This design comes from an exercise in tuning for small area on the open sky130 flow, not from production work. The RTL was checked by simulation tests, not by an equivalence proof against the original design. Power is estimated from default activity; no workload was simulated.

[flow/design.v]
module sdm_div #(
    parameter SW = 25,               
    parameter DW = 25                
) (
    input  wire          clk,
    input  wire          rst,
    input  wire          start,
    input  wire [SW-1:0] s,
    input  wire [DW-1:0] d,
    output reg           done,
    output wire [15:0]   code
);
    localparam RW = DW + 2;
    reg [RW-1:0] rem;
    reg [RW-1:0] div2;               
    reg [16:0]   low;                
    reg [16:0]   q;
    reg [4:0]    cnt;
    reg          busy;
    wire [RW-1:0] d_ext  = {{(RW-DW){1'b0}}, d};
    wire [RW-1:0] s_ext  = {{(RW-SW){1'b0}}, s};
    wire [RW-1:0] top    = s_ext + (d_ext >> 17);
    wire [16:0]   low0   = d_ext[16:0];
    wire [RW:0]   trial  = {rem, low[16]};
    wire          ge     = trial >= {1'b0, div2};
    always @(posedge clk) begin
        if (rst) begin
            busy <= 1'b0;
            done <= 1'b0;
            cnt  <= 5'd0;
            q    <= 17'd0;
            rem  <= {RW{1'b0}};
            div2 <= {RW{1'b0}};
            low  <= 17'd0;
        end else begin
            done <= 1'b0;
            if (start) begin
                busy <= 1'b1;
                cnt  <= 5'd17;
                rem  <= top;
                low  <= low0;
                div2 <= d_ext << 1;
                q    <= 17'd0;
            end else if (busy) begin
                rem  <= ge ? trial[RW-1:0] - div2 : trial[RW-1:0];
                low  <= {low[15:0], 1'b0};
                q    <= {q[15:0], ge};
                cnt  <= cnt - 5'd1;
                if (cnt == 5'd1) begin
                    busy <= 1'b0;
                    done <= 1'b1;
                end
            end
        end
    end
    assign code = q[16] ? 16'h7FFF : {~q[15], q[14:0]};
endmodule
module sdm_channel #(
    parameter [4:0] CH = 5'd0
) (
    input  wire        clk,
    input  wire        rst,
    input  wire        stb,           
    input  wire        dat,           
    input  wire        we,            
    input  wire [1:0]  addr,
    input  wire [31:0] wdata,
    output reg         dat_valid,
    output reg  [31:0] dat_word,
    output reg         cmp_valid,
    output reg  [15:0] cmp_value,
    output reg         cmp_above,
    output reg         cmp_below,
    output wire        ovr,
    output wire        active
);
    reg        en;
    reg        cmp_en;
    reg [1:0]  cmp_ord;
    reg [5:0]  cmp_osr;
    reg [8:0]  dec;
    reg [5:0]  sat_n;
    reg [15:0] lim_lo;
    reg [15:0] lim_hi;
    reg        ovr_sticky;
    wire wr_ctrl = we && addr == 2'd0;
    wire wr_ovr  = we && addr == 2'd1;
    wire wr_lim  = we && addr == 2'd2;
    wire enabling = wr_ctrl && !en && wdata[0];
    wire [8:0] dec_eff   = (dec < 9'd32) ? 9'd32 : (dec > 9'd256) ? 9'd256 : dec;
    wire [5:0] osr_eff   = (cmp_osr < 6'd4) ? 6'd4 : (cmp_osr > 6'd32) ? 6'd32 : cmp_osr;
    wire [1:0] ord_eff   = (cmp_ord == 2'd0) ? 2'd1 : cmp_ord;
    wire [5:0] satn_eff  = (sat_n < 6'd8) ? 6'd8 : sat_n;
    wire [24:0] dat_full = dec_eff * dec_eff * dec_eff;
    wire [15:0] osr_sq   = osr_eff * osr_eff;
    wire [15:0] osr_cu   = osr_sq * osr_eff;
    wire [15:0] cmp_full = (ord_eff == 2'd1) ? {10'd0, osr_eff} :
                           (ord_eff == 2'd2) ? osr_sq : osr_cu;
    wire smp = stb && en;
    reg       first;                
    reg       last;
    reg [5:0] run;
    reg       last_sat;
    wire [5:0] run_nx = (!first && dat == last) ? ((run == 6'd63) ? 6'd63 : run + 6'd1) : 6'd1;
    wire       sat_nx = run_nx >= satn_eff;
    reg [24:0] di1, di2, di3;
    reg [24:0] dc1, dc2, dc3;
    reg [8:0]  dphase;
    reg [1:0]  dcount;              
    reg        sat_cur;             
    reg        sat_lvl;             
    reg        sat_h1, sat_h2;      
    wire [24:0] di1_nx = di1 + {24'd0, dat};
    wire [24:0] di2_nx = di2 + di1_nx;
    wire [24:0] di3_nx = di3 + di2_nx;
    wire [24:0] dd1    = di3_nx - dc1;
    wire [24:0] dd2    = dd1 - dc2;
    wire [24:0] dd3    = dd2 - dc3;
    wire        dout   = dphase == dec_eff - 9'd1;
    wire        sat_cur_nx = sat_cur | sat_nx;
    wire        sat_lvl_nx = sat_nx ? dat : sat_lvl;
    reg [15:0] ci1, ci2, ci3;
    reg [15:0] cc1, cc2, cc3;
    reg [5:0]  cphase;
    wire [15:0] ci1_nx = ci1 + {15'd0, dat};
    wire [15:0] ci2_nx = ci2 + ci1_nx;
    wire [15:0] ci3_nx = ci3 + ci2_nx;
    wire [15:0] csel   = (ord_eff == 2'd1) ? ci1_nx : (ord_eff == 2'd2) ? ci2_nx : ci3_nx;
    wire [15:0] cd1    = csel - cc1;
    wire [15:0] cd2    = cd1 - cc2;
    wire [15:0] cd3    = cd2 - cc3;
    wire [15:0] csum   = (ord_eff == 2'd1) ? cd1 : (ord_eff == 2'd2) ? cd2 : cd3;
    wire        cout   = cmp_en && cphase == osr_eff - 6'd1;
    reg        d_ovr, d_susp, d_lvl;
    reg [15:0] c_lo, c_hi;
    always @(posedge clk) begin
        if (rst) begin
            en         <= 1'b0;
            cmp_en     <= 1'b0;
            cmp_ord    <= 2'd2;
            cmp_osr    <= 6'd16;
            dec        <= 9'd64;
            sat_n      <= 6'd24;
            lim_lo     <= 16'h8000;
            lim_hi     <= 16'h7FFF;
            ovr_sticky <= 1'b0;
            first      <= 1'b1;
            last       <= 1'b0;
            run        <= 6'd0;
            last_sat   <= 1'b0;
            di1 <= 25'd0; di2 <= 25'd0; di3 <= 25'd0;
            dc1 <= 25'd0; dc2 <= 25'd0; dc3 <= 25'd0;
            dphase     <= 9'd0;
            dcount     <= 2'd0;
            sat_cur    <= 1'b0;
            sat_lvl    <= 1'b0;
            sat_h1     <= 1'b0;
            sat_h2     <= 1'b0;
            ci1 <= 16'd0; ci2 <= 16'd0; ci3 <= 16'd0;
            cc1 <= 16'd0; cc2 <= 16'd0; cc3 <= 16'd0;
            cphase     <= 6'd0;
            d_ovr      <= 1'b0;
            d_susp     <= 1'b0;
            d_lvl      <= 1'b0;
            c_lo       <= 16'd0;
            c_hi       <= 16'd0;
        end else begin
            if (smp) begin
                first    <= 1'b0;
                last     <= dat;
                run      <= run_nx;
                last_sat <= sat_nx;
                di1 <= di1_nx; di2 <= di2_nx; di3 <= di3_nx;
                if (dout) begin
                    dphase  <= 9'd0;
                    dc1 <= di3_nx; dc2 <= dd1; dc3 <= dd2;
                    if (dcount != 2'd2) dcount <= dcount + 2'd1;
                    d_ovr   <= sat_cur_nx;
                    d_susp  <= (dcount != 2'd2) | sat_cur_nx | sat_h1 | sat_h2;
                    d_lvl   <= sat_lvl_nx;
                    sat_h2  <= sat_h1;
                    sat_h1  <= sat_cur_nx;
                    sat_cur <= 1'b0;
                end else begin
                    dphase  <= dphase + 9'd1;
                    sat_cur <= sat_cur_nx;
                end
                sat_lvl <= sat_lvl_nx;
                if (cmp_en) begin
                    ci1 <= ci1_nx; ci2 <= ci2_nx; ci3 <= ci3_nx;
                    if (cout) begin
                        cphase <= 6'd0;
                        cc1 <= csel; cc2 <= cd1; cc3 <= cd2;
                        c_lo <= lim_lo;
                        c_hi <= lim_hi;
                    end else begin
                        cphase <= cphase + 6'd1;
                    end
                end
            end
            if (smp && sat_nx)
                ovr_sticky <= 1'b1;
            else if (wr_ovr && wdata[0])
                ovr_sticky <= 1'b0;
            if (wr_ctrl) begin
                en <= wdata[0];
                if (!en) begin
                    cmp_en  <= wdata[2];
                    cmp_ord <= wdata[4:3];
                    cmp_osr <= wdata[13:8];
                    dec     <= wdata[24:16];
                end
            end
            if (wr_ovr)
                sat_n <= wdata[13:8];
            if (wr_lim) begin
                lim_lo <= wdata[15:0];
                lim_hi <= wdata[31:16];
            end
            if (enabling) begin
                first    <= 1'b1;
                run      <= 6'd0;
                last_sat <= 1'b0;
                di1 <= 25'd0; di2 <= 25'd0; di3 <= 25'd0;
                dc1 <= 25'd0; dc2 <= 25'd0; dc3 <= 25'd0;
                dphase   <= 9'd0;
                dcount   <= 2'd0;
                sat_cur  <= 1'b0;
                sat_lvl  <= 1'b0;
                sat_h1   <= 1'b0;
                sat_h2   <= 1'b0;
                ci1 <= 16'd0; ci2 <= 16'd0; ci3 <= 16'd0;
                cc1 <= 16'd0; cc2 <= 16'd0; cc3 <= 16'd0;
                cphase   <= 6'd0;
            end
        end
    end
    wire        ddone, cdone;
    wire [15:0] dcode, ccode;
    sdm_div #(.SW(25), .DW(25)) u_ddiv (
        .clk(clk), .rst(rst), .start(smp && dout),
        .s(dd3), .d(dat_full), .done(ddone), .code(dcode)
    );
    sdm_div #(.SW(16), .DW(16)) u_cdiv (
        .clk(clk), .rst(rst), .start(smp && cmp_en && cout),
        .s(csum), .d(cmp_full), .done(cdone), .code(ccode)
    );
    wire [15:0] dfinal = d_ovr ? (d_lvl ? 16'h7FFF : 16'h8000) : dcode;
    always @(posedge clk) begin
        if (rst) begin
            dat_valid <= 1'b0;
            dat_word  <= 32'd0;
            cmp_valid <= 1'b0;
            cmp_value <= 16'd0;
            cmp_above <= 1'b0;
            cmp_below <= 1'b0;
        end else begin
            dat_valid <= ddone;
            if (ddone)
                dat_word <= {8'b0000_0000, 1'b1, d_susp, d_ovr, CH, dfinal};
            cmp_valid <= cdone;
            if (cdone) begin
                cmp_value <= ccode;
                cmp_above <= $signed(ccode) > $signed(c_hi);
                cmp_below <= $signed(ccode) < $signed(c_lo);
            end
        end
    end
    assign ovr    = ovr_sticky;
    assign active = en & last_sat;
endmodule
module sdm_bank #(
    parameter NCH = 4
) (
    input  wire              clk,
    input  wire              rst,
    input  wire              sdm_stb,
    input  wire [NCH-1:0]    sdm_dat,
    input  wire              cfg_we,
    input  wire [1:0]        cfg_ch,
    input  wire [1:0]        cfg_addr,
    input  wire [31:0]       cfg_wdata,
    output wire [NCH-1:0]    dat_valid,
    output wire [32*NCH-1:0] dat_word,
    output wire [NCH-1:0]    cmp_valid,
    output wire [16*NCH-1:0] cmp_value,
    output wire [NCH-1:0]    cmp_above,
    output wire [NCH-1:0]    cmp_below,
    output wire [NCH-1:0]    ovr,
    output wire [NCH-1:0]    active
);
    genvar n;
    generate
        for (n = 0; n < NCH; n = n + 1) begin : g_ch
            sdm_channel #(.CH(n)) u_ch (
                .clk       (clk),
                .rst       (rst),
                .stb       (sdm_stb),
                .dat       (sdm_dat[n]),
                .we        (cfg_we && cfg_ch == n),
                .addr      (cfg_addr),
                .wdata     (cfg_wdata),
                .dat_valid (dat_valid[n]),
                .dat_word  (dat_word[32*n +: 32]),
                .cmp_valid (cmp_valid[n]),
                .cmp_value (cmp_value[16*n +: 16]),
                .cmp_above (cmp_above[n]),
                .cmp_below (cmp_below[n]),
                .ovr       (ovr[n]),
                .active    (active[n])
            );
        end
    endgenerate
endmodule
[flow/run.sh]
#!/bin/bash
# synth_recipe.tcl (not shown) runs the flow's synth.tcl, then flattens the netlist and writes it again
# the make line also repeats each setting of config.mk as NAME=value (left out here)
make -C /OpenROAD-flow-scripts/flow DESIGN_CONFIG=/design/flow/config.mk WORK_HOME=/design/flow/orfs CLKGATE_MAP_FILE= SYNTH_SCRIPT=/design/flow/synth_recipe.tcl finish
[flow/config.mk]
export PLATFORM = sky130hd
export DESIGN_NAME = sdm_bank
export DESIGN_NICKNAME = sdm_bank
export VERILOG_FILES = /design/flow/design.v
export SDC_FILE = /design/flow/constraint.sdc
export NUM_CORES = 4
export LEC_CHECK = 0
export CAP_MARGIN = 20
export CORE_MARGIN = 2
export CORE_UTILIZATION = 40
export PLACE_DENSITY = 0.6
export SLEW_MARGIN = 20
[flow/constraint.sdc]
create_clock -name core_clock -period 12.0 [get_ports {clk}]
set_input_delay 2.4000 -clock core_clock [delete_from_list [all_inputs] [get_ports {clk}]]
set_output_delay 2.4000 -clock core_clock [all_outputs]
set_load 0.01 [all_outputs]
==> summary.txt <==
Outcome
  – Status: complete, no violations

Timing
  – RSZ-0062 raised after global routing: true
  – F_max: 88.37 MHz
  – Final hold slack: 0.4281 ns
  – Tcrit/Tclk final: 94.30%
  – Slew Viols, Final: 0
  – Final hold violations: 0
  – Slew @ Worst Pin: 1.107 ns
  – Minimum clock period: 11.32 ns
  – Max_slew headroom: 25.62%
  – # setup viols final: 0
  – Slack of the critical path: 0.6839 ns
  – Sum Neg Setup Slack: 0 ns
  – Layout Skew: 0.06504 ns

CTS
  – CTS tree: yes
  – Reg clk slew, reported paths: 0.06 ns
  – Clock Path Buffers: 4
  – Skew-Pair Late Insertion Delay: 0.94 ns
  – CTS Hold Buffers Added: 0
  – Clock sinks: 2304
  – CTS Buf Count: 291
  – CTS H-tree depth: 5
  – CTS root buffer: clkbuf_16

Synthesis
  – Synth area leaders: dfxtp_1 (26%), ha_1 (12%), fa_1 (8.9%), nand2_1 (7.5%), a21oi_1 (5.8%)
  – Largest area contributor in the netlist: dfxtp_1
  – Top-area cell type share of the netlist area: 26.16%
  – Synth Cell Area: 0.1763 mm2
  – Ys flop type: dfxtp_1
  – Post-synthesis sequential area ratio: 26.16%
  – Synth warn: 6
  – Commonest cells post-synth: nand2_1 (3528), dfxtp_1 (2304), inv_1 (2177)
  – Mean Syn Cell Area: 7.889 um2
  – Most common cell in the netlist: nand2_1
  – Cells after synthesis: 22.35k
  – Yosys reg bits: 2304
  – Synth unique cells: 124
  – Asr flop ratio synth: 0%
  – Number of synthesized flops with an enable pin: 0

Run
  – Max capacitance violation total: 0

Drt
  – Drt total wl: 464600 um
  – DR DRC count: 0
  – Vias: 146.8k
  – Via density: 5.158
  – Post-DR wirelength/cell: 16.33 um
  – DRT antenna net count: 0
  – 1st-iter DRT viols: 8132
  – DR pass1 iterations: 6

Die
  – Die Height: 667.9 um
  – Die W: 667.9 um
  – Core Region: 0.4384 mm2
  – Die area: 0.4461 mm2
  – Rows: 243
  – IO Count: 260
  – Initial core utilization: 40.21%

Finish
  – Nets@finish: 24.80k
  – Fraction of layout cells with a size suffix above 1: 5.863%
  – Layout area overhead: 10.85%

Power and ir drop
  – Int Pwr: 15.05 mW
  – Clock Power Share: 43.5%
  – Final Total Pwr: 21.35 mW
  – Power Density: 109.3 mW/mm2
  – Sw Pwr: 6.299 mW
  – Gate power share: 20.5%
  – Switching Fraction: 29.50%
  – Max VDD drop: 0.09699 mV
  – Leak pwr: 81.14 nW
  – Seq pwr share: 35.9%

Setup path
  – Crit-path slowest cell: fa_1
  – Worst Reg-to-Reg Cells: 46
  – WS Path Type: reg -> reg
  – Worst Path Required: 12.78 ns
  – Worst r2r dst: g_ch[1].u_ch.u_ddiv.rem[9]$_SDFFE_PP0P_
  – Critical path data arrival time: 12.09 ns
  – CP max FO: 19
  – CP endpoint kind: register
  – Worst Setup Start Kind: register
  – R2R setup slack: 0.68 ns
  – Reg2reg start: g_ch[1].u_ch.dec[6]$_SDFFE_PP1P_
  – Max stage delay on crit path: 0.57 ns
  – Most common cell on crit path: fa_1

Placement
  – Routability cong.: 0.8556
  – Worst slack, placed: -0.08095 ns
  – IO Port Bufs: 211
  – Post-DP HPWL: 338600 um

Global routing
  – Vias in the first global route: 141.9k
  – First-pass GRT wire length: 751800 um
  – Initial antenna violation count: 18
  – Global Route Usage Sum: 20.38%
  – Grt total ovfl: 0
  – Largest net degree at the start of global routing: 177

Worst hold path
  – Cells on Worst Hold Path: 2
  – Worst min path class: reg -> reg
  – Hold Path Sink: g_ch[2].u_ch.c_hi[5]$_SDFFE_PP0P_
  – Worst Hold Launch: g_ch[2].u_ch.lim_hi[5]$_SDFFE_PP1P_
-- registers in the layout (all words and copies together) (netlist names), 100 cells and up --
register,count
g_ch.u_ch.di1,100
g_ch.u_ch.di3,100
g_ch.u_ch.u_ddiv.rem,108
g_ch.u_ch.u_ddiv.div2,100
g_ch.u_ch.dc2,100
g_ch.u_ch.dc3,100
g_ch.u_ch.dc1,100
g_ch.u_ch.di2,100
-- placed cells by master (no fill, tap or decap), drive strengths merged, types with 173 or more instances in the layout --
cell type	netlist	final
a21oi	2046	2046
inv	2180	2193
nand3	289	289
nor2b	233	233
nand2	3528	3528
nor2	1933	1933
fa	780	780
nor3	349	349
buf	222	418
a211oi	258	258
ha	1637	1637
o211ai	200	200
clkbuf	807	392
nand2b	244	244
dfxtp	2304	2304
xor2	589	589
o21a	173	173
a21o	284	284
xnor2	901	901
and3	205	205
o21ai	883	883
clkdlybuf4s50	0	193
and2	208	208
mux2i	405	405
-- worst max-delay path: cells and delay by family, from the launching register on --
family          cells  cell delay (ns)
fa+ha+maj          11             5.00
compound gates     13             2.64
simple gates       11             1.65
xor+xnor            3             0.71
buf+inv             8             0.67
flops               1             0.49
-- logic make-up (layout without fill, tap and decap cells) --
kind of cell	Yosys count	after routing	synth area share, %
AOI/OAI and AO/OA	4810	4810	16.70
xor gates and xnor gates	1501	1501	7.574
adders and majority gates	2418	2418	20.48
buffers and inverters	3216	3318	7.044
DFF	2304	2304	26.16
muxes	517	517	3.015
other	2	121	0.004260
and+or+nand+nor	7580	7580	19.02
-- stage by stage --
stage | cells | instance area (um2) | util (%)
2_1_floorplan | 22460 | 176700 | -
3_3_place_gp | 27920 | 185200 | 42.24
3_5_place_dp | 27920 | 185200 | 42.24
4_1_cts | 28440 | 195300 | 44.54
5_1_grt | 28450 | 195400 | 44.57
6_report | 28450 | 195400 | 44.58
-- area by class of cell --
class / instances / area, um2
Fill cell: 43860 / 243000
Multi-Input combinational cell: 16940 / 118600
Sequential cell: 2304 / 46160
Inverter: 2187 / 8213
Clock buffer: 392 / 8200
Tap cell: 5880 / 7357
Timing Repair Buffer: 611 / 5067
Clock inverter: 128 / 1858
Antenna cell: 5 / 12.51
-- power groups by stage --
stage	combinational (mW)	sequential [mW]	clock, mW
finish	4.38	7.68	9.30
global route	4.91	7.67	9.87
CTS	4.38	7.67	9.58
detailed placement	4.35	7.84	0
global placement	4.30	7.84	0
floorplan	3.29	7.84	0
-- repair_timing --
item	4_1_cts	5_1_grt
gates resized for setup	0	32
setup buffers	0	5
endpoints found under the hold margin	0	0
setup endpoints to repair	0	62
-- metal layers --
layer  track usage, %  vias to the layer above  share of wire, %
li1                 -                    74560                 -
met1            26.54                    69320                46
met2            35.28                     2198                47
met3            2.020                      677               3.8
met4            6.530                        0               3.4
met5                0                        -                 0
-- how the worst max path moves through the flow --
stage	startpoint	end	slack, ns	depth (start not counted)
after floorplan	g_ch[0].u_ch.dec[7]$_SDFFE_PP0P_	g_ch[0].u_ch.u_ddiv.rem[12]$_SDFFE_PP0P_	0.97	49
after global placement	sdm_dat[0]	g_ch[0].u_ch.u_ddiv.rem[24]$_SDFFE_PP0P_	-0.15	43
after detailed placement	sdm_dat[1]	g_ch[1].u_ch.u_ddiv.rem[24]$_SDFFE_PP0P_	-0.08	45
after CTS	g_ch[0].u_ch.dec[6]$_SDFFE_PP1P_	g_ch[0].u_ch.u_ddiv.rem[14]$_SDFFE_PP0P_	0.13	47
after global routing	g_ch[1].u_ch.dec[5]$_SDFFE_PP0P_	g_ch[1].u_ch.u_ddiv.rem[16]$_SDFFE_PP0P_	-0.009	45
final	g_ch[1].u_ch.dec[6]$_SDFFE_PP1P_	g_ch[1].u_ch.u_ddiv.rem[9]$_SDFFE_PP0P_	0.68	46

## afterwards: timing with drivers on the ports
Ports are ideal in the flow. The routed layout listed here was re-timed in OpenROAD.
Step 1, drivers: a clkbuf_16 drives clk and a buf_2 each remaining input, both assumed.
Step 2 moves the port delays by t, midway between the first and last clock arrival at a register: inputs arrive t later, outputs are due t later. That takes back most of the time a late clock gives input paths.
a / b / c = no drivers / after step 1 / after step 2; a / b = the first two.
t, ns: 1.018
setup slack, ns: 0.684 / 0.684 / -0.156
clock arrival spread, ns: 0.068 / 0.067
worst slew at a driven data input, ns: 0.18
With both steps, setup timing fails in this run, where it was met with ideal ports. For this run, drivers alone change the setup slack by 0.000 ns; drivers and shift together by -0.840 ns.
